What follows belongs to an exercise in optimizing a design on an open flow for small area and a short achievable clock period; a production flow would make more cautious choices.
At most, simulation tests tie the RTL to the original design; equivalence was not proved.
No functional check of the RTL was part of runs 3 to 8.
Power figures rest on the tool's default switching activity, not on a simulated workload.

==> design.v <==
module bsm_casement_syn (
    input  wire [288:0] word,
    output wire [15:0]  st,      
    output wire [15:0]  sm,      
    output wire         ss,      
    output wire [2:0]   cls,     
    output wire         fix,     
    output wire         ce,      
    output wire         ue,      
    output wire         poison   
);
    wire [255:0] d = word[255:0];
    wire [15:0]  tb = word[271:256];
    wire [15:0]  mb = word[287:272];
    wire         sb = word[288];
    reg [15:0] t;
    reg [15:0] m;
    integer    r, c;
    always @* begin
        for (r = 0; r < 16; r = r + 1)
            t[r] = ^d[16*r +: 16];
        for (c = 0; c < 16; c = c + 1) begin
            m[c] = 1'b0;
            for (r = 0; r < 16; r = r + 1)
                m[c] = m[c] ^ d[16*r + c];
        end
    end
    assign st = t ^ tb;
    assign sm = m ^ mb;
    assign ss = (^t) ^ sb;
    wire q = (^tb) ^ sb;
    wire zt, ot, zm, om;
    bsm_onehot16 u_t (.x(st), .z(zt), .o(ot));
    bsm_onehot16 u_m (.x(sm), .z(zm), .o(om));
    wire psn       = ~(|d) & (&tb) & (&mb) & sb;
    wire no_error  = zt & zm & ~q;
    wire data_err  = ot & om & ~q;
    wire check_err = (ot & zm & q) | (zt & om & ~q) | (zt & zm & q);
    wire unc       = ~(psn | no_error | data_err | check_err);
    assign cls    = {psn, psn | check_err | unc, data_err | unc};
    assign fix    = data_err;
    assign ce     = data_err | check_err;
    assign ue     = unc;
    assign poison = psn | unc;
endmodule
module bsm_onehot16 (
    input  wire [15:0] x,
    output wire        z,
    output wire        o
);
    wire [3:0] z4, o4;
    genvar g;
    generate
        for (g = 0; g < 4; g = g + 1) begin : grp
            wire a = x[4*g], b = x[4*g+1], c = x[4*g+2], e = x[4*g+3];
            assign z4[g] = ~(a | b | c | e);
            assign o4[g] = ((a ^ b) & ~(c | e)) | ((c ^ e) & ~(a | b));
        end
    endgenerate
    assign z = &z4;
    assign o = (o4[0] & z4[1] & z4[2] & z4[3]) |
               (z4[0] & o4[1] & z4[2] & z4[3]) |
               (z4[0] & z4[1] & o4[2] & z4[3]) |
               (z4[0] & z4[1] & z4[2] & o4[3]);
endmodule
module bsm_casement_fix (
    input  wire [255:0] d,
    input  wire [15:0]  st,
    input  wire [15:0]  sm,
    input  wire         fix,
    output wire [255:0] data
);
    wire [15:0] er = st & {16{fix}};
    genvar k;
    generate
        for (k = 0; k < 256; k = k + 1) begin : flip
            assign data[k] = d[k] ^ (er[k >> 4] & sm[k & 15]);
        end
    endgenerate
endmodule
module bsm_burst_check (
    input  wire         clk,
    input  wire         rst,           
    input  wire         in_valid,
    input  wire [639:0] in_burst,      
    input  wire [47:0]  in_addr,       
    input  wire [13:0]  in_gen,        
    output reg          out_valid,
    output wire [511:0] out_data,      
    output reg  [2:0]   out_cls0,      
    output reg  [2:0]   out_cls1,      
    output reg  [31:0]  out_synd0,     
    output reg  [31:0]  out_synd1,     
    output reg  [1:0]   out_ss,        
    output reg  [1:0]   out_poison,    
    output reg          out_addr_mis,  
    output reg          out_gen_mis,   
    output reg          out_wb,        
    output wire [15:0]  ce_cnt,        
    output wire [15:0]  ue_cnt         
);
    wire [15:0] st0, sm0, st1, sm1;
    wire        ss0, ss1, fix0, fix1;
    wire [2:0]  cls0, cls1;
    wire        ce0, ue0, p0, ce1, ue1, p1;
    bsm_casement_syn u_syn0 (
        .word (in_burst[288:0]),
        .st (st0), .sm (sm0), .ss (ss0), .cls (cls0), .fix (fix0),
        .ce (ce0), .ue (ue0), .poison (p0)
    );
    bsm_casement_syn u_syn1 (
        .word (in_burst[577:289]),
        .st (st1), .sm (sm1), .ss (ss1), .cls (cls1), .fix (fix1),
        .ce (ce1), .ue (ue1), .poison (p1)
    );
    wire addr_mis  = (in_burst[625:578] != in_addr);
    wire gen_mis   = (in_burst[639:626] != in_gen);
    wire lintel_ok = ~addr_mis & ~gen_mis;
    wire cnt = in_valid & lintel_ok;
    reg [255:0] r_d0, r_d1;
    reg         r_fix0, r_fix1;
    reg [1:0]   r_ce_inc, r_ue_inc;
    reg [15:0]  r_ce, r_ue;        
    always @(posedge clk) begin
        if (rst) begin
            out_valid <= 1'b0;
            r_ce_inc  <= 2'd0;
            r_ue_inc  <= 2'd0;
            r_ce      <= 16'd0;
            r_ue      <= 16'd0;
        end else begin
            out_valid <= in_valid;
            r_ce_inc  <= {cnt & ce0 & ce1, cnt & (ce0 ^ ce1)};
            r_ue_inc  <= {cnt & ue0 & ue1, cnt & (ue0 ^ ue1)};
            r_ce      <= ce_cnt;
            r_ue      <= ue_cnt;
        end
        r_d0         <= in_burst[255:0];
        r_d1         <= in_burst[544:289];
        r_fix0       <= fix0;
        r_fix1       <= fix1;
        out_cls0     <= cls0;
        out_cls1     <= cls1;
        out_synd0    <= {sm0, st0};
        out_synd1    <= {sm1, st1};
        out_ss       <= {ss1, ss0};
        out_poison   <= {p1, p0};
        out_addr_mis <= addr_mis;
        out_gen_mis  <= gen_mis;
        out_wb       <= lintel_ok & (ce0 | ce1);
    end
    wire [255:0] data0, data1;
    bsm_casement_fix u_fix0 (
        .d (r_d0), .st (out_synd0[15:0]), .sm (out_synd0[31:16]),
        .fix (r_fix0), .data (data0)
    );
    bsm_casement_fix u_fix1 (
        .d (r_d1), .st (out_synd1[15:0]), .sm (out_synd1[31:16]),
        .fix (r_fix1), .data (data1)
    );
    assign out_data = {data1, data0};
    wire [15:0] ce_p1 = (&r_ce)       ? 16'hFFFF : r_ce + 16'd1;
    wire [15:0] ce_p2 = (&r_ce[15:1]) ? 16'hFFFF : r_ce + 16'd2;
    wire [15:0] ue_p1 = (&r_ue)       ? 16'hFFFF : r_ue + 16'd1;
    wire [15:0] ue_p2 = (&r_ue[15:1]) ? 16'hFFFF : r_ue + 16'd2;
    assign ce_cnt = r_ce_inc[1] ? ce_p2 : r_ce_inc[0] ? ce_p1 : r_ce;
    assign ue_cnt = r_ue_inc[1] ? ue_p2 : r_ue_inc[0] ? ue_p1 : r_ue;
endmodule
==> flow/run.sh <==
#!/bin/bash
# The standard layout, with two changes to how it is made:
#  - port buffers are buf_1 cells (the smallest buffer) instead of the
#    resizer's default pick; repair may still size them up;
#  - from clock-tree synthesis on, timing repair aims at a setup slack of
#    SETUP_MARGIN ns at the design's clock period, so the layout is
#    optimised for a shorter achieved period. The clock period and the
#    constraints are unchanged.
# Each make run's full output goes to its own log here; ORFS's per-step
# logs are under orfs/logs.
set -euo pipefail
SETUP_MARGIN=6.2
export BUFFER_PORTS_ARGS="-buffer_cell sky130_fd_sc_hd__buf_1"
bash standard.sh "BUFFER_PORTS_ARGS=$BUFFER_PORTS_ARGS" synth floorplan place \
    > make_synth_place.log 2>&1
bash standard.sh "BUFFER_PORTS_ARGS=$BUFFER_PORTS_ARGS" \
    SETUP_SLACK_MARGIN=$SETUP_MARGIN finish > make_cts_finish.log 2>&1
==> standard.sh <==
#!/bin/bash
# synth_recipe.tcl (not shown) runs the flow's synth.tcl, then flattens the netlist and writes it again
# the make line also repeats each setting of config.mk as NAME=value (left out here)
make -C /OpenROAD-flow-scripts/flow DESIGN_CONFIG=/design/flow/config.mk WORK_HOME=/design/flow/orfs CLKGATE_MAP_FILE= SYNTH_SCRIPT=/design/flow/synth_recipe.tcl "${@:-finish}"
==> config.mk <==
export PLATFORM = sky130hd
export DESIGN_NAME = bsm_burst_check
export DESIGN_NICKNAME = bsm_burst_check
export VERILOG_FILES = /design/flow/design.v
export SDC_FILE = /design/flow/constraint.sdc
export NUM_CORES = 4
export LEC_CHECK = 0
export ABC_CLOCK_PERIOD_IN_PS = 2000
export CAP_MARGIN = 20
export CORE_AREA = 45 45 335 335
export DIE_AREA = 0 0 380 380
export SLEW_MARGIN = 20
==> constraint.sdc <==
create_clock -name core_clock -period 10.0 [get_ports {clk}]
set_input_delay 2.0000 -clock core_clock [delete_from_list [all_inputs] [get_ports {clk}]]
set_output_delay 2.0000 -clock core_clock [all_outputs]
set_load 0.01 [all_outputs]
==> flow_summary.ini, run 1 <==
[status]
status = complete, no violations

[grt]
antenna_found_initial = 178
grt_pass1_wl_mm = 375.8
overflow = 0
grtUsageTotal_pct = 36.76
grt_pass1_vias = 36830
grt_max_degree = 34

[layout]
drive_above_1_share_pct = 54.40
area_growth_pct = 85.07
fin_nets = 6748
postLayoutCoreUtil_pct = 80.03
fill_cells = 4507
finalNonFillerCells = 6971

[critical_path]
critPathMaxFanout = 6
crit_type = flip-flop to output port
r2r_cells = 11
startpoint_type = flip-flop
r2r_end = r_ue[10]
worstSetupEndpointType = output port
cp.required_ns = 8.00
worstReg2RegStart = r_ue[5]
r2r_slack_ns = 7.70
arrival_ns = 2.78

[synthesis]
synth_seq_cells = 628
synth_cells = 3997
synth_area_mm2 = 0.03613
synth_area_leaders = dfxtp_1 35%, xnor2_1 30%, ha_1 11%, inv_1 6.1%, nand2_1 5.8%
synth.distinct_cells = 56
synth_edf_count = 0
yosysTopAreaCellShare_pct = 34.79
synth_common_cells = 1241 x xnor2_1, 628 x dfxtp_1, 583 x inv_1
synthFlopType = dfxtp_1
yosys.area.top_type = dfxtp_1
synth_area_per_cell_um2 = 9.040
yosysWarnings = 2
synthMostInstantiatedCell = xnor2_1
syn_nets = 5009
synthArstFlopShare_pct = 0
ys_seq_area_share_pct = 34.79

[placed_design]
dpl.cell_count = 6292
dp_hpwl_mm = 248.9
gp_congestion = 1.083
io_buffers = 1326

[sta]
final.setup_skew_ns = 0.01608
finalMaxSlewViolations = 0
timing.fmax_mhz = 209.3
finalCritPeriodShare_pct = 47.77
slew_headroom_pct = 37.18
rsz0062_at_grt = true
layout_min_cycle_time_ns = 4.777
setup_viol = 0
fin_setup_tns_ns = 0
final_hold_viol_count = 0
tightestPinTransition_ns = 0.9404

[floorplan]
die-area_mm2 = 0.1444
initial_core_util_pct = 43.24
fp.coreArea_mm2 = 0.08356
die_h_um = 380
die_w_um = 380
placementRows = 106
ios = 1327

[power]
leakage_nw = 33.15
p_total_mw = 12.78
power_density_mw_per_mm2 = 191.1
vdd_drop_max_mv = 0.2458

[routing]
drtAntennaViolNets = 0
drt_wl_total_mm = 327.3
wl_per_cell_um = 46.95
drc = 0
vias = 41660
drt_iter0_markers = 6046
viasPerCell = 5.975
first_pass_iters = 8

[worst_hold_path]
min_path_type = flip-flop to flip-flop
worstHoldEndpoint = r_ce[1]
hold_depth = 2
min_from = r_ce[1]

[cts]
clockRootBuffer = clkbuf_16
path_clk_slew_ns = 0.07
cts_tree = done
htreeDepth = 3
cts_sinks = 628
cts_hold_buf = 0
clk_path_buf_depth = 3
numCtsBuffers = 74
clk_latency_ns = 0.65

[flow_run]
maxCapViolations = 0
where the power goes:
group	internal (mW)	switching (mW)	total, mW
clock network	1.61	1.25	2.87
registers	2.82	0.919	3.74
logic	2.69	3.48	6.17
critical path, cell delays in order (launching register included):
cell and delay [ns]:
dfxtp_2 0.37, nand2_4 0.06, nor2_4 0.11, and3_4 0.19
and3_4 0.19, and3_4 0.21, a31oi_4 0.14, a32oi_2 0.23
nand2b_4 0.21, o21ai_1 0.09, o31ai_2 0.10, buf_4 0.22
cell type report:
| type | count | area, um2 | share of cell area [%] |
|---|---|---|---|
| antenna | 101 | 252.7 | 0.3780 |
| clock buffer | 102 | 2151 | 3.216 |
| multi-input combinational | 2660 | 33410 | 49.96 |
| timing repair buffer | 1789 | 14510 | 21.69 |
| clock inverter | 28 | 286.5 | 0.4285 |
| sequential | 628 | 12720 | 19.02 |
| tap | 1080 | 1351 | 2.021 |
| inverter | 583 | 2196 | 3.284 |
layer usage:
layer  global-route usage [%]  vias up  share of wire, %
met5                  0.03249        -              0.21
met4                    21.57      106               9.0
met3                    18.67     1365                16
met2                    57.85     4093                44
met1                    38.83    20220                31
li1                         -    15870                 -
stage by stage:
step	worst slack, ns	cell area, um2	hold WS, ns
3_3_place_gp	4.236	42150	0.6290
3_5_place_dp	4.255	42150	0.6319
6_report	5.223	66870	0.6846
4_1_cts	5.315	56740	0.6539
2_1_floorplan	5.217	36130	0.6461
5_1_grt	5.140	66760	0.6947
flip-flops by register name (all words and copies together), names as in the netlist, 2 cells and up:
| signal | cells |
|---|---|
| out_cls0 | 3 |
| out_poison | 2 |
| out_synd1 | 32 |
| r_ue_inc | 2 |
| r_ce_inc | 2 |
| r_d1 | 256 |
| r_ue | 16 |
| r_d0 | 256 |
| out_cls1 | 3 |
| out_synd0 | 32 |
| out_ss | 2 |
| r_ce | 16 |
cell families (layout without fill, tap and decap cells):
| family | Yosys count | after routing | share of synthesized area (%) |
|---|---|---|---|
| XOR/XNOR | 1371 | 1371 | 34.21 |
| AND/OR/NAND/NOR | 854 | 866 | 10.67 |
| buffers and inverters | 721 | 2502 | 7.490 |
| flip-flops | 628 | 628 | 34.79 |
| adder cells (fa/ha/maj) | 307 | 307 | 10.63 |
| AO/OA/AOI/OAI | 113 | 113 | 2.116 |
| multiplexers | 3 | 3 | 0.08311 |
| other | 0 | 101 | 0 |
placed cells by master, fill, tap and decap left out, types with 37 or more instances in the layout:
| cell type | instances |
|---|---|
| ha_4 | 75 |
| nand2_2 | 75 |
| nand2_1 | 48 |
| buf_1 | 364 |
| xnor2_1 | 521 |
| buf_6 | 459 |
| and2_4 | 47 |
| buf_8 | 37 |
| clkbuf_16 | 81 |
| nand4_1 | 94 |
| ha_1 | 223 |
| inv_1 | 553 |
| clkbuf_2 | 56 |
| buf_2 | 280 |
| buf_12 | 82 |
| xnor2_2 | 616 |
| buf_4 | 477 |
| nand2_4 | 410 |
| xnor2_4 | 109 |
| dfxtp_1 | 571 |
| xor2_1 | 71 |
| diode_2 | 101 |
worst max path at each step:
stage                        from  slack, ns  cells past startpoint     endpoint
floorplan           in_burst[511]       5.22                     12  r_ce_inc[0]
global placement     in_burst[47]       4.24                     16  r_ce_inc[0]
detailed placement   in_burst[47]       4.26                     16  r_ce_inc[0]
CTS                       r_ue[6]       5.31                      9   ue_cnt[10]
global route              r_ce[6]       5.14                     11   ce_cnt[10]
finish                    r_ce[6]       5.22                     11   ce_cnt[10]
timing repair:
item                       in CTS  in global routing
buffers inserted              309                115
setup endpoints to repair     581                565
resized for setup            2722               1828
cloned                         20                  4
pin swaps                     477                721
==> run 2: changes to the inputs <==
--- a/flow/run.sh
+++ b/flow/run.sh
@@ -11,3 +11,3 @@
 set -euo pipefail
-SETUP_MARGIN=6.2
+SETUP_MARGIN=0
 export BUFFER_PORTS_ARGS="-buffer_cell sky130_fd_sc_hd__buf_1"
--- a/config.mk
+++ b/config.mk
@@ -7,3 +7,2 @@
 export LEC_CHECK = 0
-export ABC_CLOCK_PERIOD_IN_PS = 2000
 export CAP_MARGIN = 20
==> flow_summary.ini, run 2 <==
[status]
status = complete, no violations

[layout]
drive_above_1_share_pct = 3.145
area_growth_pct = 23.99
seq_area_mm2 = 0.01257
multiInputGateArea_mm2 = 0.02086
final_common_cell = buf_1
fill_cells = 8311
largestRegisters = r_d0 (256), r_d1 (256)
fin_nets = 6300
postLayoutCoreUtil_pct = 53.62
layout_common_cells = 1326 x buf_1, 1241 x xnor2_1, 627 x dfxtp_1

[sta]
timing.fmax_mhz = 178.4
hold-worst-slack_ns = 0.6523
finalCritPeriodShare_pct = 56.06
rsz0062_at_grt = false
finalMaxSlewViolations = 0
final_hold_viol_count = 0
final.setup.worst_slack_ns = 4.394
setup_viol = 0
final.setup_skew_ns = 0.01826
layout_min_cycle_time_ns = 5.606
tightestPinTransition_ns = 1.291
slew_headroom_pct = 13.81
fin_setup_tns_ns = 0

[synthesis]
synth_seq_cells = 628
yosysTopAreaCellShare_pct = 34.79
synth.distinct_cells = 56
yosys.area.top_type = dfxtp_1
synth_area_leaders = dfxtp_1 35%, xnor2_1 30%, ha_1 11%, inv_1 6.1%, nand2_1 5.8%
synth_area_per_cell_um2 = 9.040
yosysWarnings = 2
synthMostInstantiatedCell = xnor2_1
synth_cells = 3997
synthArstFlopShare_pct = 0
ys_seq_area_share_pct = 34.79
syn_nets = 5009
synth_area_mm2 = 0.03613
synthFlopType = dfxtp_1
synth_edf_count = 0
synth_common_cells = 1241 x xnor2_1, 628 x dfxtp_1, 583 x inv_1

[grt]
grt_pass1_wl_mm = 349.4
grtUsageTotal_pct = 34.52
antenna_found_initial = 176
grt_pass1_vias = 32720
grt_max_degree = 34
overflow = 0

[floorplan]
die-area_mm2 = 0.1444
die_h_um = 380
placementRows = 106
ios = 1327
die_w_um = 380
fp.coreArea_mm2 = 0.08356
initial_core_util_pct = 43.24

[routing]
drtAntennaViolNets = 0
drt_iter0_markers = 4874
drc = 0
wl_per_cell_um = 43.05
viasPerCell = 5.384
drt_wl_total_mm = 280.2
vias = 35040
first_pass_iters = 5

[critical_path]
startpoint_type = flip-flop
crit_type = flip-flop to output port
arrival_ns = 3.61
r2r_cells = 9
critPathMaxFanout = 6
worstSetupEndpointType = output port
r2r_slack_ns = 7.02
worstReg2RegStart = r_ue[4]
r2r_end = r_ue[10]
cp.required_ns = 8.00

[placed_design]
dp_hpwl_mm = 248.9
io_buffers = 1326
gp_congestion = 1.083
dp_slack_ns = 4.255

[worst_hold_path]
min_path_type = flip-flop to flip-flop
worstHoldEndpoint = r_ue[14]
min_from = r_ue[14]
hold_depth = 2

[cts]
cts_hold_buf = 0
clk_latency_ns = 0.63
numCtsBuffers = 74
htreeDepth = 3
clockRootBuffer = clkbuf_16
cts_resized = 0
cts_tree = done
postCtsSetupBuffers = 0
clk_path_buf_depth = 3
cts_sinks = 628
path_clk_slew_ns = 0.06

[power]
leakage_nw = 18.11
power_density_mw_per_mm2 = 226.6
vdd_drop_max_mv = 0.2061
p_total_mw = 10.15

[flow_run]
maxCapViolations = 0
[run 2: changes by cell type in the layout (fill, tap and decap cells not counted), sizes merged]
cell	change
diode	-15
clkbuf	-81
buf	-355
and2	-12
[run 2: worst max-delay path: stages (launching register included)]
cell	delay [ns]
dfxtp_1	0.41
nand2_1	0.11
nor2_1	0.15
and4_1	0.27
and3_1	0.19
nand3_1	0.18
o21ai_0	0.59
o22ai_1	0.35
o31ai_1	0.46
buf_1	0.27
[run 2: logic make-up after synthesis]
| group | synth area share, % |
|---|---|
| DFF | 34.79 |
| buffers and inverters | 7.490 |
| adders and majority gates | 10.63 |
| muxes | 0.08311 |
| AOI/OAI and AO/OA | 2.116 |
| xor gates and xnor gates | 34.21 |
| and+or+nand+nor | 10.67 |
[run 2: area by class of cell]
type / count / share of cell area [%]
tap: 1080 / 3.016
timing repair buffer: 1353 / 11.56
antenna: 86 / 0.4804
multi-input combinational: 2648 / 46.55
clock buffer: 102 / 4.801
sequential: 628 / 28.07
clock inverter: 28 / 0.6396
inverter: 583 / 4.885
[run 2: worst max-delay path by stage]
stage               cells past startpoint          end     startpoint  slack, ns
finish                                  9   ue_cnt[10]        r_ue[4]       4.39
global route                            9   ue_cnt[10]        r_ue[4]       4.13
global placement                       16  r_ce_inc[0]   in_burst[47]       4.24
floorplan                              12  r_ce_inc[0]  in_burst[511]       5.22
CTS                                     9   ue_cnt[10]        r_ue[4]       4.40
detailed placement                     16  r_ce_inc[0]   in_burst[47]       4.26
[run 2: stage by stage]
step | cell area, um2 | cells
after floorplan | 36130 | 3997
after global placement | 42150 | 6292
after detailed placement | 42150 | 6292
after global routing | 44680 | 6459
final | 44800 | 6508
after CTS | 44590 | 6422
[run 2: metal layers]
layer	vias to the layer above	wire length (um)	track usage [%]
li1	14900	-	-
met1	16870	96670	36.87
met2	2464	125800	54.72
met3	673	39800	17.84
met4	136	17090	17.85
met5	-	828	0
[run 2: where the power goes]
| part | internal, mW | switching (mW) | leakage (nW) | total, mW |
|---|---|---|---|---|
| sequential | 2.78 | 0.539 | 5.28 | 3.32 |
| combinational | 1.47 | 2.57 | 11.6 | 4.04 |
| clock | 1.61 | 1.18 | 1.19 | 2.79 |
| total | 5.86 | 4.29 | 18.1 | 10.2 |
==> run 3: changes to the inputs <==
--- a/design.v
+++ b/design.v
@@ -6,3 +6,3 @@
     output wire [2:0]   cls,     
-    output wire         fix,     
+    output wire [15:0]  er,      
     output wire         ce,      
@@ -40,3 +40,3 @@
     assign cls    = {psn, psn | check_err | unc, data_err | unc};
-    assign fix    = data_err;
+    assign er     = st & {16{data_err}};
     assign ce     = data_err | check_err;
@@ -67,8 +67,6 @@
     input  wire [255:0] d,
-    input  wire [15:0]  st,
+    input  wire [15:0]  er,
     input  wire [15:0]  sm,
-    input  wire         fix,
     output wire [255:0] data
 );
-    wire [15:0] er = st & {16{fix}};
     genvar k;
@@ -101,4 +99,4 @@
 );
-    wire [15:0] st0, sm0, st1, sm1;
-    wire        ss0, ss1, fix0, fix1;
+    wire [15:0] st0, sm0, st1, sm1, er0, er1;
+    wire        ss0, ss1;
     wire [2:0]  cls0, cls1;
@@ -107,3 +105,3 @@
         .word (in_burst[288:0]),
-        .st (st0), .sm (sm0), .ss (ss0), .cls (cls0), .fix (fix0),
+        .st (st0), .sm (sm0), .ss (ss0), .cls (cls0), .er (er0),
         .ce (ce0), .ue (ue0), .poison (p0)
@@ -112,3 +110,3 @@
         .word (in_burst[577:289]),
-        .st (st1), .sm (sm1), .ss (ss1), .cls (cls1), .fix (fix1),
+        .st (st1), .sm (sm1), .ss (ss1), .cls (cls1), .er (er1),
         .ce (ce1), .ue (ue1), .poison (p1)
@@ -120,3 +118,3 @@
     reg [255:0] r_d0, r_d1;
-    reg         r_fix0, r_fix1;
+    reg [15:0]  r_er0, r_er1;
     reg [1:0]   r_ce_inc, r_ue_inc;
@@ -139,4 +137,4 @@
         r_d1         <= in_burst[544:289];
-        r_fix0       <= fix0;
-        r_fix1       <= fix1;
+        r_er0        <= er0;
+        r_er1        <= er1;
         out_cls0     <= cls0;
@@ -153,8 +151,6 @@
     bsm_casement_fix u_fix0 (
-        .d (r_d0), .st (out_synd0[15:0]), .sm (out_synd0[31:16]),
-        .fix (r_fix0), .data (data0)
+        .d (r_d0), .er (r_er0), .sm (out_synd0[31:16]), .data (data0)
     );
     bsm_casement_fix u_fix1 (
-        .d (r_d1), .st (out_synd1[15:0]), .sm (out_synd1[31:16]),
-        .fix (r_fix1), .data (data1)
+        .d (r_d1), .er (r_er1), .sm (out_synd1[31:16]), .data (data1)
     );
--- a/flow/run.sh
+++ b/flow/run.sh
@@ -11,3 +11,3 @@
 set -euo pipefail
-SETUP_MARGIN=0
+SETUP_MARGIN=5.0
 export BUFFER_PORTS_ARGS="-buffer_cell sky130_fd_sc_hd__buf_1"
--- a/config.mk
+++ b/config.mk
@@ -8,3 +8,3 @@
 export CAP_MARGIN = 20
-export CORE_AREA = 45 45 335 335
+export CORE_AREA = 60 60 320 320
 export DIE_AREA = 0 0 380 380
==> flow_summary.ini, run 3 <==
[placed_design]
dp_slack_ns = 4.065
io_buffers = 1326
gp_congestion = 1.023
dp_hpwl_mm = 256.9
dpl.cell_count = 6107

[floorplan]
die_w_um = 380
initial_core_util_pct = 56.13
die-area_mm2 = 0.1444
die_h_um = 380
ios = 1327
fp.coreArea_mm2 = 0.06633
placementRows = 94

[cts]
htreeDepth = 3
cts_tree = done
clk_latency_ns = 0.63
path_clk_slew_ns = 0.06
cts_hold_buf = 0
clockRootBuffer = clkbuf_16
clk_path_buf_depth = 3
cts_sinks = 658
numCtsBuffers = 74

[status]
status = complete, no violations

[grt]
grt_max_degree = 34
overflow = 0
antenna_found_initial = 277
grt_pass1_vias = 33530
grt_pass1_wl_mm = 357.0
grtUsageTotal_pct = 34.44

[synthesis]
synth_area_mm2 = 0.03723
synthFlopType = dfxtp_1
synth_common_cells = 1234 x xnor2_1, 658 x dfxtp_1, 590 x inv_1
synth_compound_area_share_pct = 1.892
yosys.area_share.adder_pct = 10.38
yosys.area.top_type = dfxtp_1
muxShareOfSynthArea_pct = 0.2957
synth_edf_count = 0
ys_seq_area_share_pct = 35.38
synth.distinct_cells = 57
synth_area_leaders = dfxtp_1 35%, xnor2_1 29%, ha_1 10%, inv_1 5.9%, nand2_1 5.6%
syn_nets = 5062
yosysWarnings = 2
synthMostInstantiatedCell = xnor2_1
synth_cells = 4048
synth-xor-area-share_pct = 33.97
synth_area_per_cell_um2 = 9.198
yosysTopAreaCellShare_pct = 35.38
synthArstFlopShare_pct = 0
yosys.area_share.simple_pct = 10.64
synth_seq_cells = 658
synth_top_family_by_area = XOR/XNOR gates

[layout]
final_common_cell = buf_1
largestRegisters = r_d0 (256), r_d1 (256)
fill_cells = 5698
layout_common_cells = 1292 x buf_1, 1191 x xnor2_1, 647 x dfxtp_1
finalNonFillerCells = 6376
drive_above_1_share_pct = 5.651
fin_nets = 6345
area_growth_pct = 24.20

[routing]
wl_per_cell_um = 45.02
drt_wl_total_mm = 287.0
viasPerCell = 5.610
vias = 35770
drt_iter0_markers = 4106
drtAntennaViolNets = 0
first_pass_iters = 8
drc = 0

[critical_path]
max_stage_delay_ns = 0.42
startpoint_type = primary input
worstSetupEndpointType = flip-flop
cp_num_buf_inv = 2
worst_path_max_delay_cell = or3_4
r2r_slack_ns = 7.65
cp_cell_sequence = buf_1 -> inv_1 -> ha_1 -> xnor2_1 -> xnor2_1 -> xnor2_1 -> xnor2_1 -> ha_1 -> nor3b_2 -> nand4_1 -> and3_1 -> nor2b_1 -> or3_4 -> ha_1 -> and2_1
critPathTopFamily = simple AND/OR/NAND/NOR gates
crit_type = primary input to flip-flop
r2r_cells = 10
worstReg2RegStart = r_ue[0]
r2r_end = r_ue[10]
critPathMaxFanout = 4
crit_top_cell = xnor2_1
cp.required_ns = 10.50
arrival_ns = 5.58

[sta]
layout_min_cycle_time_ns = 5.077
setup_viol = 0
final.setup.worst_slack_ns = 4.923
fin_setup_tns_ns = 0
final.setup_skew_ns = 0.02676
finalMaxSlewViolations = 0
timing.fmax_mhz = 197.0
tightestPinTransition_ns = 1.282
final_hold_viol_count = 0
slew_headroom_pct = 14.39
rsz0062_at_grt = true
finalCritPeriodShare_pct = 50.77

[power]
power_density_mw_per_mm2 = 223.6
p_total_mw = 10.34
vdd_drop_max_mv = 0.1565
leakage_nw = 18.99

[flow_run]
maxCapViolations = 0

[worst_hold_path]
hold_depth = 2
worstHoldEndpoint = r_ue[9]
min_path_type = flip-flop to flip-flop
min_from = r_ue[9]
run 3: worst max-delay path by stage:
stage / startpoint / to / slack, ns / cells after the start
5_1_grt: in_burst[70] / r_ce_inc[0] / 4.87 / 15
3_3_place_gp: in_burst[219] / out_cls0[0] / 4.11 / 15
3_5_place_dp: in_burst[250] / out_cls0[0] / 4.07 / 15
2_1_floorplan: in_burst[138] / r_ce_inc[0] / 5.07 / 15
6_report: in_burst[70] / r_ce_inc[0] / 4.92 / 15
4_1_cts: r_ue[9] / ue_cnt[14] / 4.94 / 9
run 3: repair_timing:
| item | CTS | global route |
|---|---|---|
| setup endpoints to repair | 56 | 47 |
| setup buffers | 3 | 9 |
| resized for setup | 60 | 98 |
| cloned | 0 | 0 |
| pin swaps | 2 | 15 |
run 3: logic make-up (layout without fill, tap and decap cells):
group / Yosys count / in the layout
other: 0 / 132
XOR/XNOR: 1370 / 1370
adder cells (fa/ha/maj): 309 / 309
AO/OA/AOI/OAI: 105 / 105
buffers and inverters: 729 / 2061
multiplexers: 11 / 11
flip-flops: 658 / 658
AND/OR/NAND/NOR: 866 / 866
run 3: per-stage QoR:
| stage | area (um2) | utilization [%] | hold WS [ns] |
|---|---|---|---|
| after global placement | 42790 | 64.51 | 0.5680 |
| final | 46240 | 69.71 | 0.5566 |
| after floorplan | 37230 | - | 0.5119 |
| after global routing | 46120 | 69.53 | 0.5894 |
| after detailed placement | 42790 | 64.51 | 0.5710 |
| after CTS | 45430 | 68.49 | 0.5878 |
run 3: cell type report:
class / instances / area, um2 / share of cell area (%)
multi-input combinational: 2661 / 21830 / 47.21
sequential: 658 / 13190 / 28.52
timing repair buffer: 1345 / 5196 / 11.24
inverter: 591 / 2218 / 4.797
clock buffer: 106 / 2175 / 4.703
tap: 864 / 1081 / 2.338
antenna: 132 / 330.3 / 0.7143
clock inverter: 19 / 222.7 / 0.4816
run 3: power by group:
part / internal, mW / total, mW / switching [mW] / leakage, nW
combinational: 1.63 / 4.06 / 2.43 / 12.3
clock: 1.61 / 2.77 / 1.16 / 1.17
sequential: 2.90 / 3.50 / 0.601 / 5.53
run 3: metal layers:
layer	track usage [%]	vias up	share of wire, %
met2	57.69	2634	48
li1	-	15120	-
met4	23.31	244	7.7
met3	24.59	1021	16
met1	28.31	16750	28
met5	0	-	0.55
run 3: worst reg2reg max path: cells and delay by family (launching register included):
| kind | cells | cell delay [ns] |
|---|---|---|
| AO/OA/AOI/OAI | 3 | 0.87 |
| AND/OR/NAND/NOR | 6 | 0.77 |
| flip-flops | 1 | 0.36 |
| adder cells (fa/ha/maj) | 1 | 0.23 |
==> run 4: changes to the inputs <==
--- a/design.v
+++ b/design.v
@@ -96,4 +96,4 @@
     output reg          out_wb,        
-    output wire [15:0]  ce_cnt,        
-    output wire [15:0]  ue_cnt         
+    output reg  [15:0]  ce_cnt,        
+    output reg  [15:0]  ue_cnt         
 );
@@ -116,7 +116,11 @@
     wire lintel_ok = ~addr_mis & ~gen_mis;
-    wire cnt = in_valid & lintel_ok;
+    wire       cnt    = in_valid & lintel_ok;
+    wire [1:0] ce_inc = {cnt & ce0 & ce1, cnt & (ce0 ^ ce1)};
+    wire [1:0] ue_inc = {cnt & ue0 & ue1, cnt & (ue0 ^ ue1)};
+    wire [15:0] ce_p1 = (&ce_cnt)       ? 16'hFFFF : ce_cnt + 16'd1;
+    wire [15:0] ce_p2 = (&ce_cnt[15:1]) ? 16'hFFFF : ce_cnt + 16'd2;
+    wire [15:0] ue_p1 = (&ue_cnt)       ? 16'hFFFF : ue_cnt + 16'd1;
+    wire [15:0] ue_p2 = (&ue_cnt[15:1]) ? 16'hFFFF : ue_cnt + 16'd2;
     reg [255:0] r_d0, r_d1;
     reg [15:0]  r_er0, r_er1;
-    reg [1:0]   r_ce_inc, r_ue_inc;
-    reg [15:0]  r_ce, r_ue;        
     always @(posedge clk) begin
@@ -124,12 +128,8 @@
             out_valid <= 1'b0;
-            r_ce_inc  <= 2'd0;
-            r_ue_inc  <= 2'd0;
-            r_ce      <= 16'd0;
-            r_ue      <= 16'd0;
+            ce_cnt    <= 16'd0;
+            ue_cnt    <= 16'd0;
         end else begin
             out_valid <= in_valid;
-            r_ce_inc  <= {cnt & ce0 & ce1, cnt & (ce0 ^ ce1)};
-            r_ue_inc  <= {cnt & ue0 & ue1, cnt & (ue0 ^ ue1)};
-            r_ce      <= ce_cnt;
-            r_ue      <= ue_cnt;
+            ce_cnt    <= ce_inc[1] ? ce_p2 : ce_inc[0] ? ce_p1 : ce_cnt;
+            ue_cnt    <= ue_inc[1] ? ue_p2 : ue_inc[0] ? ue_p1 : ue_cnt;
         end
@@ -157,8 +157,2 @@
     assign out_data = {data1, data0};
-    wire [15:0] ce_p1 = (&r_ce)       ? 16'hFFFF : r_ce + 16'd1;
-    wire [15:0] ce_p2 = (&r_ce[15:1]) ? 16'hFFFF : r_ce + 16'd2;
-    wire [15:0] ue_p1 = (&r_ue)       ? 16'hFFFF : r_ue + 16'd1;
-    wire [15:0] ue_p2 = (&r_ue[15:1]) ? 16'hFFFF : r_ue + 16'd2;
-    assign ce_cnt = r_ce_inc[1] ? ce_p2 : r_ce_inc[0] ? ce_p1 : r_ce;
-    assign ue_cnt = r_ue_inc[1] ? ue_p2 : r_ue_inc[0] ? ue_p1 : r_ue;
 endmodule
==> flow_summary.ini, run 4 <==
[sta]
slew_headroom_pct = 14.17
setup_viol = 0
final.setup.worst_slack_ns = 4.600
finalMaxSlewViolations = 0
final_hold_viol_count = 0
fin_setup_tns_ns = 0
layout_min_cycle_time_ns = 5.400
timing.fmax_mhz = 185.2
finalCritPeriodShare_pct = 54.00
rsz0062_at_grt = true
hold-worst-slack_ns = 0.5543
final.setup_skew_ns = 0.01319
tightestPinTransition_ns = 1.286

[placed_design]
dp_hpwl_mm = 258.4
gp_congestion = 1.040
placed_area_mm2 = 0.04380
io_buffers = 1326
dpl.cell_count = 6270
dp_slack_ns = 2.944

[cts]
path_clk_slew_ns = 0.06
clockRootBuffer = clkbuf_16
cts_hold_buf = 0
cts_sinks = 654
numCtsBuffers = 73
clk_path_buf_depth = 3
clk_latency_ns = 0.64
cts_tree = done
htreeDepth = 3

[critical_path]
worstSetupEndpointType = flip-flop
r2r_slack_ns = 6.62
arrival_ns = 5.91
crit_type = primary input to flip-flop
critPathMaxFanout = 7
startpoint_type = primary input
cp.required_ns = 10.52

[routing]
wl_per_cell_um = 45.14
drt_iter0_markers = 5625
drc = 0
first_pass_iters = 8
drt_wl_total_mm = 301.9
drtAntennaViolNets = 0
viasPerCell = 5.993
vias = 40080

[layout]
fill_cells = 4627
drive_above_1_share_pct = 19.96
fin_nets = 6655
layout_common_cells = 979 x buf_1, 917 x xnor2_1, 651 x dfxtp_1
largestRegisters = r_d0 (256), r_d1 (256)
finalNonFillerCells = 6689
area_growth_pct = 36.10
final_common_cell = buf_1
design_area_mm2 = 0.05204
postLayoutCoreUtil_pct = 78.46

[synthesis]
synth_seq_cells = 654
synth_area_mm2 = 0.03824
synth.distinct_cells = 75
synthFlopType = dfxtp_1
synth_cells = 4219
syn_nets = 5233
yosysTopAreaCellShare_pct = 34.24
synthArstFlopShare_pct = 0
yosysWarnings = 2
synth_edf_count = 0
synthMostInstantiatedCell = xnor2_1
ys_seq_area_share_pct = 34.24
synth_area_per_cell_um2 = 9.064
yosys.area.top_type = dfxtp_1
synth_common_cells = 1163 x xnor2_1, 654 x dfxtp_1, 594 x inv_1
synth_area_leaders = dfxtp_1 34%, xnor2_1 27%, ha_1 10%, inv_1 5.8%, nand2_1 5.8%

[grt]
grt_pass1_vias = 36930
grtUsageTotal_pct = 35.67
grt_pass1_wl_mm = 375.3
overflow = 0
antenna_found_initial = 264
grt_max_degree = 34

[flow_run]
maxCapViolations = 0

[floorplan]
placementRows = 94
fp.coreArea_mm2 = 0.06633
initial_core_util_pct = 57.65
die_h_um = 380
die-area_mm2 = 0.1444
ios = 1327
die_w_um = 380

[power]
power_density_mw_per_mm2 = 223.5
leakage_nw = 22.32
vdd_drop_max_mv = 0.2389
p_total_mw = 11.63

[worst_hold_path]
min_path_type = flip-flop to flip-flop

[status]
status = complete, no violations
run 4: kinds of logic after synthesis:
kind of cell / synth area share, %
and+or+nand+nor: 11.45
DFF: 34.24
AOI/OAI and AO/OA: 3.272
adders and majority gates: 10.11
buffers and inverters: 7.417
xor gates and xnor gates: 33.42
muxes: 0.08834
run 4: where the power goes:
part	leakage [nW]	internal (mW)	switching, mW
logic	15.7	2.34	3.04
clock network	1.17	1.58	1.17
registers	5.49	2.88	0.613
run 4: worst max-delay path, cell delays in order:
cell and delay, ns:
buf_1 0.13, inv_1 0.11, ha_4 0.23, xnor2_2 0.17
xnor2_2 0.29, xnor2_2 0.14, xnor2_2 0.32, ha_4 0.21
a22o_1 0.16, nand4_1 0.22, a211oi_2 0.34, a21oi_2 0.08
o22ai_4 0.15, o21ai_4 0.10, ha_4 0.29, and3_4 0.18
and2_4 0.16, nor2b_4 0.28, a211oi_2 0.10, or2_1 0.23
run 4: what timing repair did:
action / 4_1_cts / 5_1_grt
endpoints found under the setup margin: 67 / 34
setup buffers: 106 / 50
resized for setup: 627 / 359
gates cloned: 2 / 2
pin swaps: 161 / 165
run 4: cell type report:
cell class | instances | area, um2 | area share (%)
well taps | 864 | 1081 | 2.077
diodes | 130 | 325.3 | 0.6251
multi-input cells | 2818 | 25870 | 49.70
repair buffers | 1499 | 7037 | 13.52
inverters | 595 | 2251 | 4.325
clock inverters | 28 | 321.6 | 0.6178
clock buffers | 101 | 2064 | 3.967
flip-flops and latches | 654 | 13100 | 25.16
run 4: metal layers:
layer	vias to the layer above	global-route usage, %	routed length [um]
met2	3555	59.94	140400
met4	210	24.66	28590
met3	1432	23.09	48420
li1	16170	-	-
met5	-	0	1320
met1	18720	30.29	83190
run 4: worst paths after layout:
kind / startpoint / to / cells past startpoint
setup / recovery: in_burst[192] / ce_cnt[3] / 20
hold / removal: ue_cnt[15] / ue_cnt[15] / 2
setup reg to reg: ce_cnt[2] / ce_cnt[12] / 9
hold reg to reg: ue_cnt[15] / ue_cnt[15] / 2
==> run 5: changes to the inputs <==
--- a/design.v
+++ b/design.v
@@ -37,7 +37,7 @@
     wire data_err  = ot & om & ~q;
-    wire check_err = (ot & zm & q) | (zt & om & ~q) | (zt & zm & q);
-    wire unc       = ~(psn | no_error | data_err | check_err);
-    assign cls    = {psn, psn | check_err | unc, data_err | unc};
+    wire corr      = (zt | ot) & (q ? zm : om);      
+    wire unc       = ~(psn | no_error | corr);
+    assign cls    = {psn, psn | unc | (corr & ~data_err), data_err | unc};
     assign er     = st & {16{data_err}};
-    assign ce     = data_err | check_err;
+    assign ce     = corr;
     assign ue     = unc;
@@ -96,4 +96,4 @@
     output reg          out_wb,        
-    output reg  [15:0]  ce_cnt,        
-    output reg  [15:0]  ue_cnt         
+    output wire [15:0]  ce_cnt,        
+    output wire [15:0]  ue_cnt         
 );
@@ -116,11 +116,6 @@
     wire lintel_ok = ~addr_mis & ~gen_mis;
-    wire       cnt    = in_valid & lintel_ok;
-    wire [1:0] ce_inc = {cnt & ce0 & ce1, cnt & (ce0 ^ ce1)};
-    wire [1:0] ue_inc = {cnt & ue0 & ue1, cnt & (ue0 ^ ue1)};
-    wire [15:0] ce_p1 = (&ce_cnt)       ? 16'hFFFF : ce_cnt + 16'd1;
-    wire [15:0] ce_p2 = (&ce_cnt[15:1]) ? 16'hFFFF : ce_cnt + 16'd2;
-    wire [15:0] ue_p1 = (&ue_cnt)       ? 16'hFFFF : ue_cnt + 16'd1;
-    wire [15:0] ue_p2 = (&ue_cnt[15:1]) ? 16'hFFFF : ue_cnt + 16'd2;
+    wire cnt = in_valid & lintel_ok;
     reg [255:0] r_d0, r_d1;
     reg [15:0]  r_er0, r_er1;
+    reg [1:0]   r_ce_inc, r_ue_inc;  
     always @(posedge clk) begin
@@ -128,8 +123,8 @@
             out_valid <= 1'b0;
-            ce_cnt    <= 16'd0;
-            ue_cnt    <= 16'd0;
+            r_ce_inc  <= 2'd0;
+            r_ue_inc  <= 2'd0;
         end else begin
             out_valid <= in_valid;
-            ce_cnt    <= ce_inc[1] ? ce_p2 : ce_inc[0] ? ce_p1 : ce_cnt;
-            ue_cnt    <= ue_inc[1] ? ue_p2 : ue_inc[0] ? ue_p1 : ue_cnt;
+            r_ce_inc  <= {cnt & ce0 & ce1, cnt & (ce0 ^ ce1)};
+            r_ue_inc  <= {cnt & ue0 & ue1, cnt & (ue0 ^ ue1)};
         end
@@ -157,2 +152,29 @@
     assign out_data = {data1, data0};
+    bsm_err_cnt u_ce (.clk (clk), .rst (rst), .inc (r_ce_inc), .cnt (ce_cnt));
+    bsm_err_cnt u_ue (.clk (clk), .rst (rst), .inc (r_ue_inc), .cnt (ue_cnt));
 endmodule
+module bsm_err_cnt (
+    input  wire        clk,
+    input  wire        rst,
+    input  wire [1:0]  inc,
+    output wire [15:0] cnt
+);
+    reg [15:0] c;
+    reg [14:0] u;
+    reg        cmax;
+    wire sel_u = inc[1] | (inc[0] & c[0]);
+    assign cnt[15:1] = sel_u ? u : c[15:1];
+    assign cnt[0]    = inc[1] ? (c[0] | cmax) :
+                       inc[0] ? (~c[0] | cmax) : c[0];
+    always @(posedge clk) begin
+        if (rst) begin
+            c    <= 16'd0;
+            u    <= 15'd1;
+            cmax <= 1'b0;
+        end else begin
+            c    <= cnt;
+            u    <= (&cnt[15:1]) ? 15'h7FFF : cnt[15:1] + 15'd1;
+            cmax <= &cnt[15:1];
+        end
+    end
+endmodule
==> flow_summary.ini, run 5 <==
[status]
status = complete, no violations

[routing]
vias = 36110
drtAntennaViolNets = 0
viasPerCell = 5.650
wl_per_cell_um = 45.42
drc = 0
first_pass_iters = 6
drt_wl_total_mm = 290.3
drt_iter0_markers = 5142

[critical_path]
arrival_ns = 5.51
critPathMaxFanout = 5
worstSetupEndpointType = flip-flop
max_stage_delay_ns = 0.52
crit_top_cell = xnor2_1
r2r_cells = 10
worst_path_max_delay_cell = xnor3_1
endpoint = r_ue_inc[0]
startpoint = in_burst[214]
crit_type = primary input to flip-flop
r2r_end = u_ue.u[1]
cp_cell_sequence = buf_1 -> xnor2_1 -> xnor2_1 -> xnor3_1 -> xor2_1 -> ha_1 -> a22o_1 -> and3_1 -> o2111ai_1 -> a32oi_1 -> or3b_1 -> a21o_1 -> a21oi_2
r2r_slack_ns = 6.33
cp.required_ns = 10.57
startpoint_type = primary input
worstReg2RegStart = u_ue.c[0]

[synthesis]
synth.distinct_cells = 64
syn_nets = 5076
synthFlopType = dfxtp_1
synth_edf_count = 0
yosysWarnings = 3
synth_common_cells = 1256 x xnor2_1, 690 x dfxtp_1, 609 x inv_1
synth_seq_cells = 690
synth_area_mm2 = 0.03762
ys_seq_area_share_pct = 36.71
synthMostInstantiatedCell = xnor2_1
synth_area_leaders = dfxtp_1 37%, xnor2_1 29%, ha_1 10%, inv_1 6.1%, nand2_1 5.4%
yosysTopAreaCellShare_pct = 36.71
synthArstFlopShare_pct = 0
synth_cells = 4064
synth_area_per_cell_um2 = 9.258
yosys.area.top_type = dfxtp_1

[cts]
clk_path_buf_depth = 3
cts_sinks = 690
htreeDepth = 3
clk_latency_ns = 0.64
cts_tree = done
clockRootBuffer = clkbuf_16
cts_hold_buf = 0
path_clk_slew_ns = 0.06
numCtsBuffers = 75

[grt]
grt_max_degree = 62
grt_pass1_vias = 32360
overflow = 0
grtUsageTotal_pct = 34.84
grt_pass1_wl_mm = 359.6
antenna_found_initial = 284

[layout]
finalNonFillerCells = 6392
design_area_mm2 = 0.04635
drive_above_1_share_pct = 3.981
layout_common_cells = 1324 x buf_1, 1237 x xnor2_1, 688 x dfxtp_1
fill_cells = 5652
final_common_cell = buf_1
area_growth_pct = 23.20
fin_nets = 6352
largestRegisters = r_d0 (256), r_d1 (256)

[placed_design]
dp_hpwl_mm = 261.4
io_buffers = 1326
placed_area_mm2 = 0.04325
dpl.cell_count = 6127
gp_congestion = 1.036

[floorplan]
ios = 1327
placementRows = 94
initial_core_util_pct = 56.72
die_h_um = 380
die-area_mm2 = 0.1444
die_w_um = 380
fp.coreArea_mm2 = 0.06633

[sta]
layout_min_cycle_time_ns = 4.942
setup_viol = 0
finalMaxSlewViolations = 0
final_hold_viol_count = 0
final.setup_skew_ns = 0.01546
timing.fmax_mhz = 202.3
tightestPinTransition_ns = 1.203
finalCritPeriodShare_pct = 49.42
rsz0062_at_grt = false
slew_headroom_pct = 19.68
fin_setup_tns_ns = 0

[flow_run]
maxCapViolations = 0

[worst_hold_path]
min_path_type = flip-flop to flip-flop

[power]
leakage_nw = 19.31
vdd_drop_max_mv = 0.2272
power_density_mw_per_mm2 = 229.2
run 5: cell types whose count changed after synthesis, moves of 13 or more:
| cell | before | now |
|---|---|---|
| xnor2_1 | 1163 | 1256 |
| xor2_1 | 142 | 86 |
| nand2_1 | 590 | 541 |
| dfxtp_1 | 654 | 690 |
| mux2i_1 | 0 | 33 |
| nand3_1 | 45 | 17 |
| nand4_1 | 122 | 97 |
| nor4_1 | 50 | 26 |
| a31oi_1 | 20 | 0 |
| o21ai_0 | 26 | 7 |
| xnor3_1 | 50 | 34 |
| inv_1 | 594 | 609 |
| nor2_1 | 65 | 78 |
run 5: worst max-delay path, delay by kind of cell:
family / cells / cell delay, ns
simple gates: 2 / 0.68
compound gates: 5 / 0.91
buf+inv: 1 / 0.18
xor+xnor: 4 / 1.44
fa+ha+maj: 1 / 0.31
run 5: how the worst min path moves through the flow:
stage | endpoint | slack (ns) | startpoint | depth (start not counted)
3_5_place_dp | u_ce.c[12] | 0.48 | u_ce.u[11] | 2
3_3_place_gp | u_ce.c[12] | 0.46 | u_ce.u[11] | 2
2_1_floorplan | u_ce.c[12] | 0.46 | u_ce.u[11] | 2
5_1_grt | u_ce.c[11] | 0.54 | u_ce.c[11] | 2
6_report | u_ce.c[12] | 0.50 | u_ce.u[11] | 2
4_1_cts | u_ce.c[12] | 0.49 | u_ce.u[11] | 2
run 5: where the power goes:
part | switching (mW) | total (mW) | internal (mW)
logic | 2.60 | 4.12 | 1.52
registers | 0.502 | 3.53 | 3.03
clock network | 1.24 | 2.98 | 1.74
total | 4.34 | 10.6 | 6.28
run 5: stage by stage:
step | hold WS (ns) | worst slack [ns] | utilization, % | power, mW
6_report | 0.4960 | 5.058 | 69.88 | 10.63
5_1_grt | 0.5434 | 4.998 | 69.71 | 10.90
4_1_cts | 0.4909 | 5.016 | 69.12 | 10.45
3_5_place_dp | 0.4752 | 4.362 | 65.20 | 7.529
3_3_place_gp | 0.4626 | 4.398 | 65.19 | 7.472
2_1_floorplan | 0.4558 | 5.157 | - | 5.704
run 5: cells by family after synthesis:
logic type | synth area share [%]
AOI/OAI and AO/OA | 1.327
xor gates and xnor gates | 33.53
adders and majority gates | 10.21
buffers and inverters | 7.602
DFF | 36.71
muxes | 0.9378
and+or+nand+nor | 9.680
run 5: what timing repair did:
action                     4_1_cts  5_1_grt
resized for setup                0       27
setup endpoints to repair        0       40
setup buffers                    0        0
run 5: per-layer routing:
layer  up-vias  routed length [um]  global-route usage, %
met3       901               50340                  23.48
met1     17010               87060                  33.00
li1      15050                   -                      -
met2      2932              133800                  56.67
met5         -                1390                 0.5921
met4       222               17700                  17.49
run 5: final cells by class:
type	instances	area, um2	area share [%]
diodes	127	317.8	0.6856
clock buffers	102	2161	4.662
clock inverters	36	444.2	0.9582
inverters	615	2308	4.980
multi-input cells	2617	21130	45.58
flip-flops and latches	690	13820	29.81
well taps	864	1081	2.332
repair buffers	1341	5096	10.99
==> run 6: changes to the inputs <==
--- a/flow/run.sh
+++ b/flow/run.sh
@@ -11,3 +11,3 @@
 set -euo pipefail
-SETUP_MARGIN=5.0
+SETUP_MARGIN=5.6
 export BUFFER_PORTS_ARGS="-buffer_cell sky130_fd_sc_hd__buf_1"
==> flow_summary.ini, run 6 <==
[power]
leakage_nw = 21.89
vdd_drop_max_mv = 0.2339
power_density_mw_per_mm2 = 229.2

[layout]
seq_area_mm2 = 0.01386
area_growth_pct = 33.53
multiInputGateArea_mm2 = 0.02366
layout_common_cells = 1085 x buf_1, 1012 x xnor2_1, 656 x dfxtp_1
largestRegisters = r_d0 (256), r_d1 (256)
fill_cells = 4983
drive_above_1_share_pct = 15.89
fin_nets = 6440
final_common_cell = buf_1

[cts]
clk_latency_ns = 0.65
numCtsBuffers = 75
htreeDepth = 3
cts_hold_buf = 0
cts_tree = done
path_clk_slew_ns = 0.06
clockRootBuffer = clkbuf_16
clk_path_buf_depth = 3
cts_sinks = 690

[synthesis]
synth.distinct_cells = 64
synth_area_mm2 = 0.03762
synthFlopType = dfxtp_1
syn_nets = 5076
synth_common_cells = 1256 x xnor2_1, 690 x dfxtp_1, 609 x inv_1
synth_seq_cells = 690
yosysWarnings = 3
synthMostInstantiatedCell = xnor2_1
synth_edf_count = 0
yosysTopAreaCellShare_pct = 36.71
synth_area_per_cell_um2 = 9.258
synthArstFlopShare_pct = 0
ys_seq_area_share_pct = 36.71
synth_cells = 4064
yosys.area.top_type = dfxtp_1
synth_area_leaders = dfxtp_1 37%, xnor2_1 29%, ha_1 10%, inv_1 6.1%, nand2_1 5.4%

[grt]
grt_pass1_vias = 33210
overflow = 0
grt_pass1_wl_mm = 364.4
grtUsageTotal_pct = 35.23
grt_max_degree = 62
antenna_found_initial = 280

[floorplan]
die-area_mm2 = 0.1444
placementRows = 94
fp.coreArea_mm2 = 0.06633
initial_core_util_pct = 56.72
die_w_um = 380
die_h_um = 380
ios = 1327

[sta]
layout_min_cycle_time_ns = 4.570
slew_headroom_pct = 30.26
setup_viol = 0
final_hold_viol_count = 0
final.setup.worst_slack_ns = 5.430
fin_setup_tns_ns = 0
tightestPinTransition_ns = 1.045
finalMaxSlewViolations = 0
finalCritPeriodShare_pct = 45.70
rsz0062_at_grt = true
timing.fmax_mhz = 218.8
final.setup_skew_ns = 0.01840

[critical_path]
worstSetupEndpointType = flip-flop
r2r_cells = 11
arrival_ns = 5.14
startpoint_type = primary input
cp.required_ns = 10.57
critPathMaxFanout = 3
crit_type = primary input to flip-flop

[routing]
drtAntennaViolNets = 0
drc = 0
wl_per_cell_um = 45.59
drt_iter0_markers = 5121
drt_wl_total_mm = 295.5
first_pass_iters = 7
viasPerCell = 5.700
vias = 36940

[worst_hold_path]
min_path_type = flip-flop to flip-flop
hold_depth = 2

[flow_run]
maxCapViolations = 0

[placed_design]
dp_hpwl_mm = 261.4
gp_congestion = 1.036
io_buffers = 1326
dp_slack_ns = 4.362

[status]
status = complete, no violations
[run 6: stage by stage]
stage                     utilization (%)  cells  hold WS, ns  area, um2  power (mW)
after floorplan                         -   4064       0.4558      37620       5.704
after global placement              65.19   6127       0.4626      43250       7.472
after detailed placement            65.20   6127       0.4752      43250       7.529
after CTS                           72.89   6319       0.4909      48350       10.98
after global routing                75.54   6428       0.5434      50110       11.78
final                               75.74   6481       0.5054      50240       11.52
[run 6: final timing paths]
path            startpoint           to  slack, ns
min             u_ce.u[11]   u_ce.c[12]       0.51
max reg2reg      u_ue.c[0]    u_ue.u[1]       6.83
min reg2reg     u_ce.u[11]   u_ce.c[12]       0.51
max          in_burst[129]  r_ce_inc[0]       5.43
[run 6: final cells by class]
| type | count | share of cell area (%) |
|---|---|---|
| antenna | 128 | 0.6375 |
| clock buffer | 102 | 4.301 |
| clock inverter | 36 | 0.8841 |
| inverter | 615 | 4.595 |
| multi-input combinational | 2617 | 47.09 |
| sequential | 690 | 27.58 |
| tap | 864 | 2.152 |
| timing repair buffer | 1429 | 12.76 |
[run 6: repair_timing]
| item | in CTS | in global routing |
|---|---|---|
| endpoints found under the setup margin | 164 | 66 |
| pin swaps | 147 | 108 |
| buffers inserted | 54 | 32 |
| gates resized for setup | 454 | 302 |
| gates cloned | 0 | 2 |
[run 6: cell families after synthesis]
logic type,Yosys count,share of synthesized area (%)
AOI/OAI and AO/OA,73,1.327
xor gates and xnor gates,1381,33.53
adders and majority gates,307,10.21
buffers and inverters,757,7.602
DFF,690,36.71
muxes,35,0.9378
and+or+nand+nor,821,9.680
[run 6: layer usage]
metal,GRT usage [%],up-vias,wire (um)
met5,0,-,1220
met4,19.12,198,20930
met3,24.43,1001,52000
met2,56.82,3077,134600
met1,32.87,17420,86690
li1,-,15240,-
[run 6: critical path, stage by stage]
cell      delay (ns)
buf_1           0.25
xnor2_2         0.18
xnor2_2         0.16
xnor2_2         0.15
xnor2_1         0.15
xor2_1          0.26
ha_2            0.23
inv_1           0.03
or2_1           0.23
mux2i_2         0.24
and4_1          0.28
o211ai_1        0.13
a32oi_2         0.35
inv_2           0.10
ha_4            0.27
inv_1           0.03
nor2_1          0.10
[run 6: power breakdown]
group	internal (mW)	switching (mW)
registers	3.04	0.505
logic	2.08	2.92
clock network	1.74	1.24
==> run 7: changes to the inputs <==
--- a/design.v
+++ b/design.v
@@ -34,3 +34,4 @@
     bsm_onehot16 u_m (.x(sm), .z(zm), .o(om));
-    wire psn       = ~(|d) & (&tb) & (&mb) & sb;
+    wire dz        = ~|(d[255:128] | d[127:0]);
+    wire psn       = dz & (&tb) & (&mb) & sb;
     wire no_error  = zt & zm & ~q;
--- a/flow/run.sh
+++ b/flow/run.sh
@@ -11,3 +11,3 @@
 set -euo pipefail
-SETUP_MARGIN=5.6
+SETUP_MARGIN=5.0
 export BUFFER_PORTS_ARGS="-buffer_cell sky130_fd_sc_hd__buf_1"
==> flow_summary.ini, run 7 <==
[status]
status = complete, no violations

[synthesis]
syn_nets = 4384
yosysTopAreaCellShare_pct = 39.07
yosys.area.top_type = dfxtp_1
synth.distinct_cells = 52
ys_seq_area_share_pct = 39.07
synth_seq_cells = 690
yosysWarnings = 3
synth_area_per_cell_um2 = 9.745
synth_common_cells = 1418 x xnor2_1, 690 x dfxtp_1, 543 x nand2_1
synth_area_leaders = dfxtp_1 39%, xnor2_1 35%, nand2_1 5.8%, xor2_1 3.8%, xnor3_1 3.4%
synthMostInstantiatedCell = xnor2_1
synth_edf_count = 0
synthFlopType = dfxtp_1
synth_area_mm2 = 0.03536
synthArstFlopShare_pct = 0
synth_cells = 3628

[grt]
met3_usage_pct = 23.21
grt_max_degree = 62
met1_usage_pct = 35.15
antenna_found_initial = 316
met2_usage_pct = 57.10
overflow = 0
busiest_layer = met2
grt_pass1_wl_mm = 370.4
grt_pass1_vias = 32110
grtUsageTotal_pct = 36.04

[placed_design]
dp_hpwl_mm = 264.6
io_buffers = 1326
gp_congestion = 1.061
dpl.cell_count = 5704

[cts]
numCtsBuffers = 75
clk_path_buf_depth = 3
postCtsSetupBuffers = 0
htreeDepth = 3
clk_latency_ns = 0.63
clockRootBuffer = clkbuf_16
path_clk_slew_ns = 0.06
cts_hold_buf = 0
cts_sinks = 690
cts_tree = done

[layout]
fin_nets = 5673
layout_common_cells = 1412 x xnor2_1, 1325 x buf_1, 687 x dfxtp_1
area_growth_pct = 25.01
finalNonFillerCells = 5985
largestRegisters = r_d0 (256), r_d1 (256)
fill_cells = 5816
final_common_cell = xnor2_1
drive_above_1_share_pct = 3.960

[power]
swShare_pct = 41.06
p_int_mw = 6.381
switchingPower_mw = 4.445
power_frac_seq_pct = 32.1
vdd_drop_max_mv = 0.2053
comb_power_share_pct = 39.6
power_density_mw_per_mm2 = 244.9
clock_power_share_pct = 28.2
p_total_mw = 10.83
leakage_nw = 15.54

[worst_hold_path]
min_path_type = flip-flop to flip-flop

[floorplan]
die_h_um = 380
fp.coreArea_mm2 = 0.06633
die-area_mm2 = 0.1444
initial_core_util_pct = 53.30
placementRows = 94
die_w_um = 380
ios = 1327

[routing]
wl_per_cell_um = 50.22
drt_iter0_markers = 6458
drt_wl_total_mm = 300.6
drtAntennaViolNets = 0
drc = 0
vias = 36220
viasPerCell = 6.051
first_pass_iters = 6

[sta]
rsz0062_at_grt = false
finalCritPeriodShare_pct = 50.96
layout_min_cycle_time_ns = 5.096
final.setup_skew_ns = 0.007406
finalMaxSlewViolations = 0
slew_headroom_pct = 14.90
fin_setup_tns_ns = 0
setup_viol = 0
timing.fmax_mhz = 196.2
tightestPinTransition_ns = 1.265
final_hold_viol_count = 0

[critical_path]
worstSetupEndpointType = flip-flop
crit_type = primary input to flip-flop
critPathMaxFanout = 4
cp.required_ns = 10.57
arrival_ns = 5.66
startpoint_type = primary input
r2r_slack_ns = 6.55

[flow_run]
maxCapViolations = 0
## run 7: cell types whose count changed after synthesis, moves of 7 or more
cell,before,now
inv_1,609,98
ha_1,307,51
xnor2_1,1256,1418
nor4_1,26,145
xor2_1,86,153
nand4_1,97,63
xnor3_1,34,53
nor2_1,78,89
nor2_4,9,0
a21oi_1,26,33
## run 7: cell families after synthesis
kind of cell	Yosys count	synth area share (%)
mux	33	0.9590
buf+inv	241	2.594
simple gates	912	11.64
xor+xnor	1627	42.50
flops	690	39.07
fa+ha+maj	51	1.805
compound gates	74	1.433
## run 7: metrics by stage
stage                     hold WS, ns  cell area [um2]  setup slack [ns]  utilization [%]
final                          0.4873            44200             4.904            66.63
after global routing           0.4953            44080             4.971            66.45
after floorplan                0.4558            35360             5.368                -
after CTS                      0.4876            43800             5.005            66.03
after detailed placement       0.4725            41100             4.219            61.95
after global placement         0.4644            41090             4.222            61.94
## run 7: layer usage
metal / routed length, um / share of wire, %
met3: 52030 / 17
met5: 1385 / 0.46
met4: 21760 / 7.2
met1: 91040 / 30
met2: 134400 / 45
## run 7: critical path, cell delays in order
cell     delay, ns
buf_1         0.23
nor4_1        0.79
nand4_1       0.54
nor4_1        0.58
nand4_1       0.22
nor4_1        0.76
nor2_1        0.20
a21o_1        0.23
a21oi_2       0.11
## run 7: layout make-up
type | instances | area (um2) | share of cell area (%)
Clock inverter | 37 | 553.0 | 1.251
Tap cell | 864 | 1081 | 2.446
Timing Repair Buffer | 1355 | 5196 | 11.76
Sequential cell | 690 | 13820 | 31.26
Inverter | 98 | 367.9 | 0.8323
Antenna cell | 146 | 365.4 | 0.8266
Clock buffer | 98 | 2126 | 4.810
Multi-Input combinational cell | 2697 | 20690 | 46.82
## run 7: final timing paths
| kind | from | to | cells past startpoint |
|---|---|---|---|
| min reg2reg | u_ue.u[9] | u_ue.c[10] | 2 |
| max | in_burst[432] | r_ue_inc[0] | 9 |
| min | u_ue.u[9] | u_ue.c[10] | 2 |
| max reg2reg | u_ce.c[0] | u_ce.u[5] | 10 |
## run 7: power by group through the flow
| stage | clock (mW) | combinational (mW) | sequential (mW) |
|---|---|---|---|
| final | 3.06 | 4.29 | 3.48 |
| after global routing | 3.16 | 4.45 | 3.47 |
| after CTS | 3.04 | 4.17 | 3.45 |
| after detailed placement | 0 | 4.14 | 3.51 |
| after global placement | 0 | 4.11 | 3.50 |
| after floorplan | 0 | 2.44 | 3.25 |
## run 7: repair_timing
item | CTS | global route
resized for setup | 3 | 5
pin swaps | 0 | 1
endpoints found under the setup margin | 1 | 7
==> run 8: changes to the inputs <==
--- a/config.mk
+++ b/config.mk
@@ -9,2 +9,3 @@
 export CORE_AREA = 60 60 320 320
+export CTS_BUF_LIST = sky130_fd_sc_hd__clkbuf_8
 export DIE_AREA = 0 0 380 380
==> flow_summary.ini, run 8 <==
[critical_path]
cp.required_ns = 10.61
r2r_cells = 10
crit_type = primary input to flip-flop
worstSetupEndpointType = flip-flop
startpoint_type = primary input
worstReg2RegStart = u_ce.c[0]
r2r_end = u_ce.u[5]
critPathMaxFanout = 18
arrival_ns = 5.61
r2r_slack_ns = 6.55

[synthesis]
ys_seq_area_share_pct = 39.07
synth.distinct_cells = 52
synth_seq_cells = 690
synthMostInstantiatedCell = xnor2_1
synthArstFlopShare_pct = 0
synthFlopType = dfxtp_1
synth_common_cells = 1418 x xnor2_1, 690 x dfxtp_1, 543 x nand2_1
yosysWarnings = 3
synth_edf_count = 0
syn_nets = 4384
synth_cells = 3628
synth_area_leaders = dfxtp_1 39%, xnor2_1 35%, nand2_1 5.8%, xor2_1 3.8%, xnor3_1 3.4%
yosys.area.top_type = dfxtp_1
yosysTopAreaCellShare_pct = 39.07
synth_area_mm2 = 0.03536
synth_area_per_cell_um2 = 9.745

[grt]
grt_pass1_wl_mm = 370.8
antenna_found_initial = 312
grt_pass1_vias = 32580
grtUsageTotal_pct = 36.05
grt_max_degree = 62
overflow = 0

[routing]
vias = 36390
viasPerCell = 6.005
first_pass_iters = 6
drt_wl_total_mm = 300.7
wl_per_cell_um = 49.61
drtAntennaViolNets = 0
drc = 0
drt_iter0_markers = 6214

[layout]
final_common_cell = xnor2_1
drive_above_1_share_pct = 4.756
layout_common_cells = 1413 x xnor2_1, 1323 x buf_1, 687 x dfxtp_1
fill_cells = 5930
finalNonFillerCells = 6060
area_growth_pct = 24.41
fin_nets = 5712
largestRegisters = r_d0 (256), r_d1 (256)

[sta]
timing.fmax_mhz = 200.3
layout_min_cycle_time_ns = 4.993
tightestPinTransition_ns = 1.257
finalMaxSlewViolations = 0
hold-worst-slack_ns = 0.4876
final_hold_viol_count = 0
fin_setup_tns_ns = 0
final.setup_skew_ns = 0.01401
slew_headroom_pct = 16.08
rsz0062_at_grt = true
setup_viol = 0
finalCritPeriodShare_pct = 49.93

[flow_run]
maxCapViolations = 0

[cts]
clk_latency_ns = 0.73
path_clk_slew_ns = 0.06
clk_path_buf_depth = 3
numCtsBuffers = 114
cts_tree = done
htreeDepth = 3
cts_sinks = 690
cts_hold_buf = 0
clockRootBuffer = clkbuf_8
postCtsSetupBuffers = 0

[worst_hold_path]
worstHoldEndpoint = u_ue.c[10]
min_path_type = flip-flop to flip-flop
hold_depth = 2
min_from = u_ue.u[9]

[floorplan]
ios = 1327
placementRows = 94
die_w_um = 380
initial_core_util_pct = 53.30
fp.coreArea_mm2 = 0.06633
die_h_um = 380
die-area_mm2 = 0.1444

[placed_design]
dp_hpwl_mm = 264.6
gp_congestion = 1.061
dpl.cell_count = 5704
io_buffers = 1326

[power]
power_density_mw_per_mm2 = 238.2
leakage_nw = 15.65
vdd_drop_max_mv = 0.2216

[status]
status = complete, no violations
## run 8: cell count changes in the layout (fill, tap and decap cells not counted), moves of 3 or more
cell,delta
clkbuf_16,-77
clkbuf_8,+132
inv_6,-3
inv_1,+38
bufinv_16,-4
clkbuf_1,-9
clkinvlp_4,-6
diode_2,+4
clkinv_2,+3
clkinv_4,-3
## run 8: critical path, stage by stage
cell and delay [ns]:
buf_1 0.41, xnor2_1 0.17, xnor2_1 0.22, xnor2_1 0.15, xnor2_2 0.46, xor2_1 0.31
ha_1 0.24, a22o_1 0.14, nand4_1 0.12, a211oi_1 0.35, a21oi_1 0.06, or3_2 0.63
mux2_4 0.33
## run 8: cell type report
class                           count  area (um2)  area share (%)
Multi-Input combinational cell   2697       20680           47.02
Sequential cell                   690       13820           31.41
Timing Repair Buffer             1355        5199           11.82
Clock buffer                      144        1982           4.506
Tap cell                          864        1081           2.458
Clock inverter                     62       483.0           1.098
Antenna cell                      150       375.4          0.8534
Inverter                           98       367.9          0.8363
## run 8: worst max-delay path by stage
stage | cells after the start | endpoint | startpoint | slack, ns
final | 13 | out_cls0[1] | in_burst[12] | 5.01
after CTS | 12 | out_cls0[1] | in_burst[108] | 5.08
after global placement | 13 | out_cls0[1] | in_burst[12] | 4.22
after global routing | 13 | out_cls0[1] | in_burst[12] | 4.99
after detailed placement | 13 | out_cls0[1] | in_burst[12] | 4.22
after floorplan | 13 | r_ce_inc[0] | in_burst[108] | 5.37
## run 8: through the flow
step | worst slack [ns] | util [%] | power (mW) | area [um2]
5_1_grt | 4.992 | 66.07 | 10.74 | 43830
6_report | 5.007 | 66.31 | 10.48 | 43980
3_3_place_gp | 4.222 | 61.94 | 7.608 | 41090
4_1_cts | 5.082 | 65.69 | 10.31 | 43580
2_1_floorplan | 5.368 | - | 5.687 | 35360
3_5_place_dp | 4.219 | 61.95 | 7.649 | 41100
## run 8: what timing repair did
item,4_1_cts,5_1_grt
gates resized for setup,2,6
setup endpoints to repair,1,2
pin swaps,0,1
## run 8: report_power, final
group	total, mW	internal [mW]	switching (mW)	leakage [nW]
logic	4.28	1.53	2.75	8.45
registers	3.48	3.03	0.447	5.78
clock network	2.72	1.50	1.22	1.42
## run 8: routing by layer
layer	track usage, %	up-vias	wire length, um
li1	-	14370	-
met1	35.06	17110	90760
met2	56.90	3668	135300
met3	23.32	1032	52600
met4	20.83	214	20670
met5	0	-	1364
## run 8: logic make-up after synthesis
kind of cell               synth area share (%)
adders and majority gates                 1.805
and+or+nand+nor                           11.64
DFF                                       39.07
xor gates and xnor gates                  42.50
buffers and inverters                     2.594
muxes                                    0.9590
AOI/OAI and AO/OA                         1.433

Check on run 8: ideal ports give 5.007 ns setup slack; a clkbuf_16 on the clock port and buf_2 on the inputs give 4.945 ns; moving port delays by the midpoint clock arrival (0.807 ns) as well gives 4.138 ns.
